Context: an optimization exercise on an open-source flow, tuned for small area, a short achievable clock period and few clock cycles per item. The choices shown serve that exercise and are no tape-out recipe.
Only simulation tests tie the RTL to the original design; equivalence was not proved.
Power is estimated from default activity; no workload was simulated.

==> run R: inputs <==
Design ufe_corr, start of the top module:
module ufe_corr (
    input  wire               clk,
    input  wire               rst,           
    input  wire               in_valid,
    output wire               in_ready,
    input  wire signed [11:0] in_dn,
    input  wire signed [11:0] in_up,
    input  wire        [4:0]  cfg_lag_max,   
    input  wire        [14:0] cfg_peak_min,  
    output reg                done,
    output reg         [1:0]  pair_code,     
    output reg  signed [31:0] dt,
    output reg         [14:0] peak
);
==> flow/config.mk <==
export PLATFORM = sky130hd
export DESIGN_NAME = ufe_corr
export DESIGN_NICKNAME = ufe_corr
export VERILOG_FILES = /design/flow/design.v
export SDC_FILE = /design/flow/constraint.sdc
export NUM_CORES = 4
export LEC_CHECK = 0
export ABC_AREA = 1
export CAP_MARGIN = 20
export CORE_MARGIN = 8
export CORE_UTILIZATION = 55
export PLACE_DENSITY = 0.65
export SETUP_SLACK_MARGIN = 0.4
export SLEW_MARGIN = 20
==> flow/constraint.sdc <==
create_clock -name core_clock -period 15.0 [get_ports {clk}]
set_input_delay 3.0000 -clock core_clock [delete_from_list [all_inputs] [get_ports {clk}]]
set_output_delay 3.0000 -clock core_clock [all_outputs]
set_load 0.01 [all_outputs]
run.sh (not shown) runs the stock make flow with config.mk's settings and CLKGATE_MAP_FILE= SYNTH_SCRIPT=/design/flow/synth_recipe.tcl, a recipe that flattens the netlist after the stock synthesis.
==> run G: changes against run R <==
--- a/flow/design.v
+++ b/flow/design.v
@@ -100,13 +100,13 @@
         end
     end
     reg signed [11:0] hd [0:16];
     reg signed [11:0] hu [0:16];
     integer h;
     always @(posedge clk) begin
-        if (x_v) begin                       
+        if (st == ST_RUN && bnd && x_v) begin
             hd[0] <= x_dn;
             hu[0] <= x_up;
             for (h = 1; h <= 16; h = h + 1) begin
                 hd[h] <= hd[h-1];
                 hu[h] <= hu[h-1];
             end
@@ -131,17 +131,19 @@
     wire [24:0] s_alo, c_alo, s_ahi, c_ahi, s_blo, c_blo, s_bhi, c_bhi;
     ufe_mul u_alo (.y(o_u), .x(o_alo), .os(s_alo), .oc(c_alo));
     ufe_mul u_ahi (.y(o_u), .x(o_ahi), .os(s_ahi), .oc(c_ahi));
     ufe_mul u_blo (.y(o_d), .x(o_blo), .os(s_blo), .oc(c_blo));
     ufe_mul u_bhi (.y(o_d), .x(o_bhi), .os(s_bhi), .oc(c_bhi));
     reg [24:0] ms_alo, mc_alo, ms_ahi, mc_ahi, ms_blo, mc_blo, ms_bhi, mc_bhi;
+    reg        m_rs;
     always @(posedge clk) begin
         ms_alo <= s_alo; mc_alo <= c_alo;
         ms_ahi <= s_ahi; mc_ahi <= c_ahi;
         ms_blo <= s_blo; mc_blo <= c_blo;
         ms_bhi <= s_bhi; mc_bhi <= c_bhi;
+        m_rs   <= o_rs;
     end
     reg [29:0] ral [0:8];
     reg [28:0] rah [0:8];
     reg [28:0] rbl [0:8];
     reg [28:0] rbh [0:8];
     wire [29:0] tal = ral[ce];
@@ -151,20 +153,20 @@
     integer r;
     always @(posedge clk) begin
         ral[0] <= tal;
         rah[0] <= tah;
         rbl[0] <= tbl;
         rbh[0] <= tbh;
-        ral[1] <= o_rs ? 30'd0 : ral[0];
-        rah[1] <= o_rs ? 29'd0 : rah[0];
-        rbl[1] <= o_rs ? 29'd0 : rbl[0];
-        rbh[1] <= o_rs ? 29'd0 : rbh[0];
-        ral[2] <= ral[1] + {5'd0, ms_alo} + {5'd0, mc_alo} + PK;
-        rah[2] <= rah[1] + {4'd0, ms_ahi} + {4'd0, mc_ahi} + PK[28:0];
-        rbl[2] <= rbl[1] + {4'd0, ms_blo} + {4'd0, mc_blo} + PK[28:0];
-        rbh[2] <= rbh[1] + {4'd0, ms_bhi} + {4'd0, mc_bhi} + PK[28:0];
+        ral[1] <= ral[0];
+        rah[1] <= rah[0];
+        rbl[1] <= rbl[0];
+        rbh[1] <= rbh[0];
+        ral[2] <= (m_rs ? 30'd0 : ral[1]) + {5'd0, ms_alo} + {5'd0, mc_alo} + PK;
+        rah[2] <= (m_rs ? 29'd0 : rah[1]) + {4'd0, ms_ahi} + {4'd0, mc_ahi} + PK[28:0];
+        rbl[2] <= (m_rs ? 29'd0 : rbl[1]) + {4'd0, ms_blo} + {4'd0, mc_blo} + PK[28:0];
+        rbh[2] <= (m_rs ? 29'd0 : rbh[1]) + {4'd0, ms_bhi} + {4'd0, mc_bhi} + PK[28:0];
         for (r = 3; r <= 8; r = r + 1) begin
             ral[r] <= ral[r-1];
             rah[r] <= rah[r-1];
             rbl[r] <= rbl[r-1];
             rbh[r] <= rbh[r-1];
         end
@@ -215,29 +217,25 @@
         pb <= vb;
     end
     reg        g_on;
     reg  [4:0] g_n;
     reg [57:0] g_p;
     wire [29:0] g_sum = {1'b0, g_p[57:29]} + (g_p[0] ? {1'b0, e_dn} : 30'd0);
-    wire g_start = scan & (ss == {1'b0, ce});
     always @(posedge clk) begin
         if (rst)
             g_on <= 1'b0;
-        else if (g_start)
+        else if (scan && ss == {1'b0, ce}) begin
             g_on <= 1'b1;
-        else if (g_n == 5'd28)
-            g_on <= 1'b0;
-    end
-    always @(posedge clk) begin
-        if (g_start) begin
             g_n  <= 5'd0;
             e_dn <= tbh;
             g_p  <= {29'd0, tah};
         end else if (g_on) begin
             g_p <= {g_sum, g_p[28:1]};
             g_n <= g_n + 5'd1;
+            if (g_n == 5'd28)
+                g_on <= 1'b0;
         end
     end
     reg        p_on;
     reg  [1:0] p_ph;
     reg  [5:0] p_n;
     reg [57:0] x;
@@ -264,45 +262,39 @@
     wire        q_bit  = ~q_diff[58];
     wire [57:0] q_rn   = q_bit ? q_diff[57:0] : x;
     wire [19:0] s_rem2 = {srem, q_b};
     wire [19:0] s_dif  = s_rem2 - {2'b00, root, 2'b01};
     wire        s_bit  = ~s_dif[19];
     wire [14:0] pk_val = q_pz ? 15'd0 : (root[15] ? 15'h7FFF : root[14:0]);
-    wire p_fin = p_on & (p_ph == 2'd2) & (p_n == 6'd32);
     always @(posedge clk) begin
-        done <= p_fin & ~rst;
-        if (rst)
+        done <= 1'b0;
+        if (rst) begin
             p_on <= 1'b0;
-        else if (scan_fin)
-            p_on <= 1'b1;
-        else if (p_fin)
-            p_on <= 1'b0;
-    end
-    always @(posedge clk) begin
-        if (scan_fin) begin
+        end else if (scan_fin) begin
+            p_on   <= 1'b1;
             p_ph   <= 2'd0;
             p_n    <= 6'd0;
             x      <= {{27{t_num[30]}}, t_num};
             t_den  <= {t_den0[30:0], 1'b0};
+            t_dz   <= (t_den0 == 32'sd0);
             q_pz   <= (best_c <= 0);
             q_edge <= (best_abs == L);
             q_pmin <= pmin;
-        end else begin
+        end else if (p_on) begin
             p_n <= p_n + 6'd1;
             case (p_ph)
             2'd0: begin
                 if (p_n == 6'd0) begin
                     t_neg   <= x[30];
-                    t_dz    <= (t_den == 32'd0);
                     x[48:0] <= x[30] ? {16'd0, -x[32:0]} : {16'd0, x[32:0]};
                 end else if (p_n <= 6'd16) begin
                     x[32:0]  <= t_bit ? t_dif[32:0] : {x[31:0], 1'b0};
                     x[48:33] <= {x[47:33], t_bit};
                 end else if (p_n == 6'd17) begin
                     t_ge <= t_bit;
-                    t_gt <= t_bit & ({x[32:0], 1'b0} != {2'b00, t_den});
+                    t_gt <= t_bit & (t_dif[32:0] != 33'd0);
                 end else if (p_n == 6'd18) begin
                     x[16:0] <= t_f;
                 end else if (p_n == 6'd19) begin
                     dt <= t_mag;
                 end else begin
                     if (t_sgn)
@@ -319,31 +311,31 @@
                     p_n  <= 6'd0;
                     q_b  <= 2'd0;
                     root <= 16'd0;
                     srem <= 18'd0;
                 end
             end
-            2'd2: begin
+            default: begin
                 if (p_n <= 6'd30) begin
                     x   <= {q_rn[56:0], 1'b0};
                     q_b <= {q_b[0], q_bit};
                 end
                 if (p_n[0] && p_n <= 6'd31) begin
                     srem <= s_bit ? s_dif[17:0] : s_rem2[17:0];
                     root <= {root[14:0], s_bit};
                 end
                 if (p_n == 6'd32) begin
-                    p_ph      <= 2'd3;
+                    p_on      <= 1'b0;
+                    done      <= 1'b1;
                     peak      <= pk_val;
                     pair_code <= q_edge ? CODE_EDGE :
                                  (pk_val < q_pmin) ? CODE_LOWCORR : CODE_OK;
                     if (q_edge || pk_val < q_pmin)
                         dt <= 32'sd0;
                 end
             end
-            default: p_n <= p_n;             
             endcase
         end
     end
 endmodule
 module ufe_mul (
   input  wire [11:0] y,
- ABC_AREA: 1 -> unset
- CORE_UTILIZATION: 55 -> 40
- PLACE_DENSITY: 0.65 -> 0.6
==> run Y: changes against run R <==
--- a/flow/design.v
+++ b/flow/design.v
@@ -30,12 +30,13 @@
     reg        [14:0] pmin;
     reg        [6:0]  kin;                   
     reg               lastw;                 
     reg               wv;                    
     reg        [5:0]  tc;                    
     reg        [4:0]  ss;                    
+    reg               fh;                    
     assign in_ready = in_rdy;
     wire xfer = in_valid & in_rdy & ~rst;
     wire [4:0] L_new = (cfg_lag_max == 5'd0) ? 5'd1 :
                        (cfg_lag_max > 5'd16) ? 5'd16 : cfg_lag_max;
     wire [4:0] c_new5 = (L_new < 5'd4) ? 5'd3 : ((L_new + 5'd3) >> 1);
     wire [3:0] c_new = c_new5[3:0];
@@ -84,18 +85,20 @@
                     wv    <= x_v;
                     tc    <= x_k;
                     lastw <= x_v && (x_k == 6'd63);
                     if (lastw) begin
                         st <= ST_SCAN;
                         ss <= {c, 1'b0} - 5'd2;
+                        fh <= 1'b1;
                     end
                 end
             end
             default: begin                   
                 wv <= 1'b0;
                 ss <= ss - 5'd1;
+                fh <= (ss > {1'b0, c});
                 if (ss == 5'd0)
                     st <= ST_IDLE;
             end
             endcase
         end
     end
@@ -168,50 +171,52 @@
             rbl[r] <= rbl[r-1];
             rbh[r] <= rbh[r-1];
         end
     end
     reg signed [29:0] va, vb;                
     reg        [4:0]  vs;                    
-    reg               v_ok, v_first, v_last;
+    reg               v_ok, v_first, v_last, v_zero, v_won;
     reg signed [29:0] best_c, cm, cp, pa, pb;
     reg signed [5:0]  best_d;
     reg        [28:0] e_dn;
     reg               scan_fin;
-    wire from_hi = (ss >= {1'b0, c});
+    wire from_hi = fh;
     always @(posedge clk) begin
         va      <= from_hi ? {tbh[28], tbh} : {tbl[28], tbl};
         vb      <= from_hi ? {tah[28], tah} : tal;
         vs      <= ss;
         v_ok    <= scan & (ss <= L) & ~rst;
         v_first <= (ss == L);
+        v_zero  <= (ss == 5'd0);
         v_last  <= scan & (ss == 5'd0) & ~rst;
         scan_fin <= v_last & ~rst;
     end
     wire       b_gt_a  = (vb > va);
     wire       a_ge    = (va >= best_c);
     wire       b_ge    = (vb >= best_c);
-    wire       pick_b  = (vs == 5'd0) | b_gt_a;
+    wire       pick_b  = v_zero | b_gt_a;
     wire       win     = v_first | (pick_b ? b_ge : a_ge);
     wire [4:0] best_abs = best_d[5] ? -best_d[4:0] : best_d[4:0];
     always @(posedge clk) begin
+        v_won <= v_ok & win;
         if (v_ok) begin
             if (win) begin
                 best_c <= pick_b ? vb : va;
                 best_d <= pick_b ? {1'b0, vs} : -{1'b0, vs};
-                if (vs == 5'd0) begin
+                if (v_zero) begin
                     cm <= pa;
                     cp <= pb;
                 end else if (pick_b)
                     cp <= pb;
                 else
                     cm <= pa;
-            end else if (best_abs == vs + 5'd1) begin
+            end else if (v_won) begin
                 if (!best_d[5])
                     cm <= vb;
                 else
-                    cp <= (vs == 5'd0) ? vb : va;
+                    cp <= v_zero ? vb : va;
             end
         end
         pa <= va;
         pb <= vb;
     end
     reg        g_on;
@@ -264,87 +269,109 @@
     wire        q_bit  = ~q_diff[58];
     wire [57:0] q_rn   = q_bit ? q_diff[57:0] : x;
     wire [19:0] s_rem2 = {srem, q_b};
     wire [19:0] s_dif  = s_rem2 - {2'b00, root, 2'b01};
     wire        s_bit  = ~s_dif[19];
     wire [14:0] pk_val = q_pz ? 15'd0 : (root[15] ? 15'h7FFF : root[14:0]);
-    wire p_fin = p_on & (p_ph == 2'd2) & (p_n == 6'd32);
+    reg  [1:0] n_ph;
+    reg  [5:0] n_n;
+    always @(*) begin
+        n_ph = p_ph;
+        n_n  = p_n + 6'd1;
+        if (scan_fin) begin
+            n_ph = 2'd0;
+            n_n  = 6'd0;
+        end else if (p_ph == 2'd0 && p_n == 6'd20) begin
+            n_ph = 2'd1;
+            n_n  = 6'd0;
+        end else if (p_ph == 2'd1 && p_n == 6'd28) begin
+            n_ph = 2'd2;
+            n_n  = 6'd0;
+        end else if (p_ph == 2'd2 && p_n == 6'd32) begin
+            n_ph = 2'd3;
+        end else if (p_ph == 2'd3) begin
+            n_n  = p_n;
+        end
+    end
+    reg f_abs, f_dstep, f_t17, f_t18, f_t19, f_t20, f_csq, f_cend, f_div, f_sq, f_fin;
+    always @(posedge clk) begin
+        p_ph    <= n_ph;
+        p_n     <= n_n;
+        f_abs   <= (n_ph == 2'd0) && (n_n == 6'd0);
+        f_dstep <= (n_ph == 2'd0) && (n_n != 6'd0) && (n_n <= 6'd16);
+        f_t17   <= (n_ph == 2'd0) && (n_n == 6'd17);
+        f_t18   <= (n_ph == 2'd0) && (n_n == 6'd18);
+        f_t19   <= (n_ph == 2'd0) && (n_n == 6'd19);
+        f_t20   <= (n_ph == 2'd0) && (n_n == 6'd20);
+        f_csq   <= (n_ph == 2'd1);
+        f_cend  <= (n_ph == 2'd1) && (n_n == 6'd28);
+        f_div   <= (n_ph == 2'd2) && (n_n <= 6'd30);
+        f_sq    <= (n_ph == 2'd2) && n_n[0] && (n_n <= 6'd31);
+        f_fin   <= (n_ph == 2'd2) && (n_n == 6'd32);
+    end
+    wire p_fin = p_on & f_fin;
     always @(posedge clk) begin
         done <= p_fin & ~rst;
         if (rst)
             p_on <= 1'b0;
         else if (scan_fin)
             p_on <= 1'b1;
         else if (p_fin)
             p_on <= 1'b0;
     end
     always @(posedge clk) begin
         if (scan_fin) begin
-            p_ph   <= 2'd0;
-            p_n    <= 6'd0;
             x      <= {{27{t_num[30]}}, t_num};
             t_den  <= {t_den0[30:0], 1'b0};
             q_pz   <= (best_c <= 0);
             q_edge <= (best_abs == L);
             q_pmin <= pmin;
-        end else begin
-            p_n <= p_n + 6'd1;
-            case (p_ph)
-            2'd0: begin
-                if (p_n == 6'd0) begin
-                    t_neg   <= x[30];
-                    t_dz    <= (t_den == 32'd0);
-                    x[48:0] <= x[30] ? {16'd0, -x[32:0]} : {16'd0, x[32:0]};
-                end else if (p_n <= 6'd16) begin
-                    x[32:0]  <= t_bit ? t_dif[32:0] : {x[31:0], 1'b0};
-                    x[48:33] <= {x[47:33], t_bit};
-                end else if (p_n == 6'd17) begin
-                    t_ge <= t_bit;
-                    t_gt <= t_bit & ({x[32:0], 1'b0} != {2'b00, t_den});
-                end else if (p_n == 6'd18) begin
-                    x[16:0] <= t_f;
-                end else if (p_n == 6'd19) begin
-                    dt <= t_mag;
-                end else begin
-                    if (t_sgn)
-                        dt <= -dt;
-                    p_ph <= 2'd1;
-                    p_n  <= 6'd0;
-                    x    <= {29'd0, best_c[28:0]};
-                end
-            end
-            2'd1: begin
-                x <= {c_sum, x[28:1]};
-                if (p_n == 6'd28) begin
-                    p_ph <= 2'd2;
-                    p_n  <= 6'd0;
-                    q_b  <= 2'd0;
-                    root <= 16'd0;
-                    srem <= 18'd0;
-                end
-            end
-            2'd2: begin
-                if (p_n <= 6'd30) begin
-                    x   <= {q_rn[56:0], 1'b0};
-                    q_b <= {q_b[0], q_bit};
-                end
-                if (p_n[0] && p_n <= 6'd31) begin
-                    srem <= s_bit ? s_dif[17:0] : s_rem2[17:0];
-                    root <= {root[14:0], s_bit};
-                end
-                if (p_n == 6'd32) begin
-                    p_ph      <= 2'd3;
-                    peak      <= pk_val;
-                    pair_code <= q_edge ? CODE_EDGE :
-                                 (pk_val < q_pmin) ? CODE_LOWCORR : CODE_OK;
-                    if (q_edge || pk_val < q_pmin)
-                        dt <= 32'sd0;
-                end
-            end
-            default: p_n <= p_n;             
-            endcase
+        end
+        if (f_abs) begin
+            t_neg   <= x[30];
+            t_dz    <= (t_den == 32'd0);
+            x[48:0] <= x[30] ? {16'd0, -x[32:0]} : {16'd0, x[32:0]};
+        end
+        if (f_dstep) begin
+            x[32:0]  <= t_bit ? t_dif[32:0] : {x[31:0], 1'b0};
+            x[48:33] <= {x[47:33], t_bit};
+        end
+        if (f_t17) begin
+            t_ge <= t_bit;
+            t_gt <= t_bit & ({x[32:0], 1'b0} != {2'b00, t_den});
+        end
+        if (f_t18)
+            x[16:0] <= t_f;
+        if (f_t19)
+            dt <= t_mag;
+        if (f_t20) begin
+            if (t_sgn)
+                dt <= -dt;
+            x <= {29'd0, best_c[28:0]};
+        end
+        if (f_csq)
+            x <= {c_sum, x[28:1]};
+        if (f_cend) begin
+            q_b  <= 2'd0;
+            root <= 16'd0;
+            srem <= 18'd0;
+        end
+        if (f_div) begin
+            x   <= {q_rn[56:0], 1'b0};
+            q_b <= {q_b[0], q_bit};
+        end
+        if (f_sq) begin
+            srem <= s_bit ? s_dif[17:0] : s_rem2[17:0];
+            root <= {root[14:0], s_bit};
+        end
+        if (f_fin) begin
+            peak      <= pk_val;
+            pair_code <= q_edge ? CODE_EDGE :
+                         (pk_val < q_pmin) ? CODE_LOWCORR : CODE_OK;
+            if (q_edge || pk_val < q_pmin)
+                dt <= 32'sd0;
         end
     end
 endmodule
 module ufe_mul (
   input  wire [11:0] y,
   input  wire [11:0] x,
- ABC_AREA: 1 -> unset
- CORE_UTILIZATION: 55 -> 40
- PLACE_DENSITY: 0.65 -> 0.6
==> impl_metrics.csv <==
group,metric,value,unit
layout,final_cell_mix,"3252 x nand2_1, 2259 x inv_1, 1502 x dfxtp_1, 876 x nor2_1, 814 x edfxtp_1",
synthesis,synthTopCellsByArea,"dfxtp_1 25%, edfxtp_1 20%, nand2_1 10%",
pwr,power,25.2,mW
layout,inverters,2294,
routing,via_count,97100,
sta,slew_headroom,21.0,%
clocking,clockBufferDepth,3,
status,status,"finished clean",
synthesis,synth_edf_count,814,
routing,viasPerCell,5.76,
sta,timing.final.ws_setup,9.82,ns
layout,largest_class,"multi-input gates",
floorplan,nWellTaps,2854,
(the above is from run R)
==> impl_metrics.csv <==
group,metric,value,unit
sta,timing.final.ws_setup,8.43,ns
clocking,clockBufferDepth,4,
routing,viasPerCell,5.66,
status,status,"finished clean",
routing,via_count,80000,
sta,slew_headroom,22.5,%
pwr,power,18.0,mW
layout,largest_class,"registers",
(the above is from run G)
==> impl_metrics.csv <==
group,metric,value,unit
status,status,"finished clean",
sta,slew_headroom,16.8,%
floorplan,nWellTaps,3762,
sta,timing.final.ws_setup,9.57,ns
pwr,p_switching,5.52,mW
layout,final_cell_mix,"1542 x dfxtp_1, 818 x inv_1, 782 x edfxtp_1, 720 x nand2_1, 701 x ha_1",
clocking,clockBufferDepth,4,
routing,via_count,83700,
sta,worstMarginPinSlew,1.24,ns
synthesis,synth_edf_count,782,
pwr,seq_power,9.00,mW
layout,largest_class,"multi-input gates",
routing,viasPerCell,5.80,
synthesis,synthTopCellsByArea,"dfxtp_1 27%, edfxtp_1 21%, fa_1 9.1%",
global_route,grt_use_total,23.1,%
layout,inverters,821,
clocking,cts_tree,"yes",
(the above is from run Y)
Testbench counts of run R, summed over its fixed seeds: cycles 48,390, items 128.
Testbench counts of run G, summed over its fixed seeds: cycles 48,390, items 128.
Testbench counts of run Y, summed over its fixed seeds: cycles 48,390, items 128.

[afterwards: timing with drivers on the ports]
Ports are ideal in the flow. The routed layouts listed here were re-timed in OpenROAD.
Step 1, drivers: a clkbuf_16 drives clk and a buf_2 each remaining input, both assumed.
Step 2 also shifts input and output timing later by t, the mid clock arrival at the registers, as if the neighbouring blocks saw the same clock.
Three values: no drivers, after step 1, after step 2; two values: the first two.
| run | t, ns | setup slack, ns | worst register clock-pin slew, ns | worst data-port slew with drivers (ns) | pins driven straight from the clock port |
|---|---|---|---|---|---|
| run R | 0.969 | 9.825 / 9.738 / 8.931 | 0.08 / 0.08 | 0.05 | 1 |
| run G | 0.959 | 8.430 / 8.430 / 8.130 | 0.07 / 0.07 | 0.06 | 1 |
| run Y | 0.995 | 9.572 / 9.476 / 9.431 | 0.07 / 0.07 | 0.05 | 1 |
After both steps every run listed still meets setup and hold. For run R, which loses most, drivers alone change the setup slack by -0.087 ns; drivers and shift together by -0.894 ns.
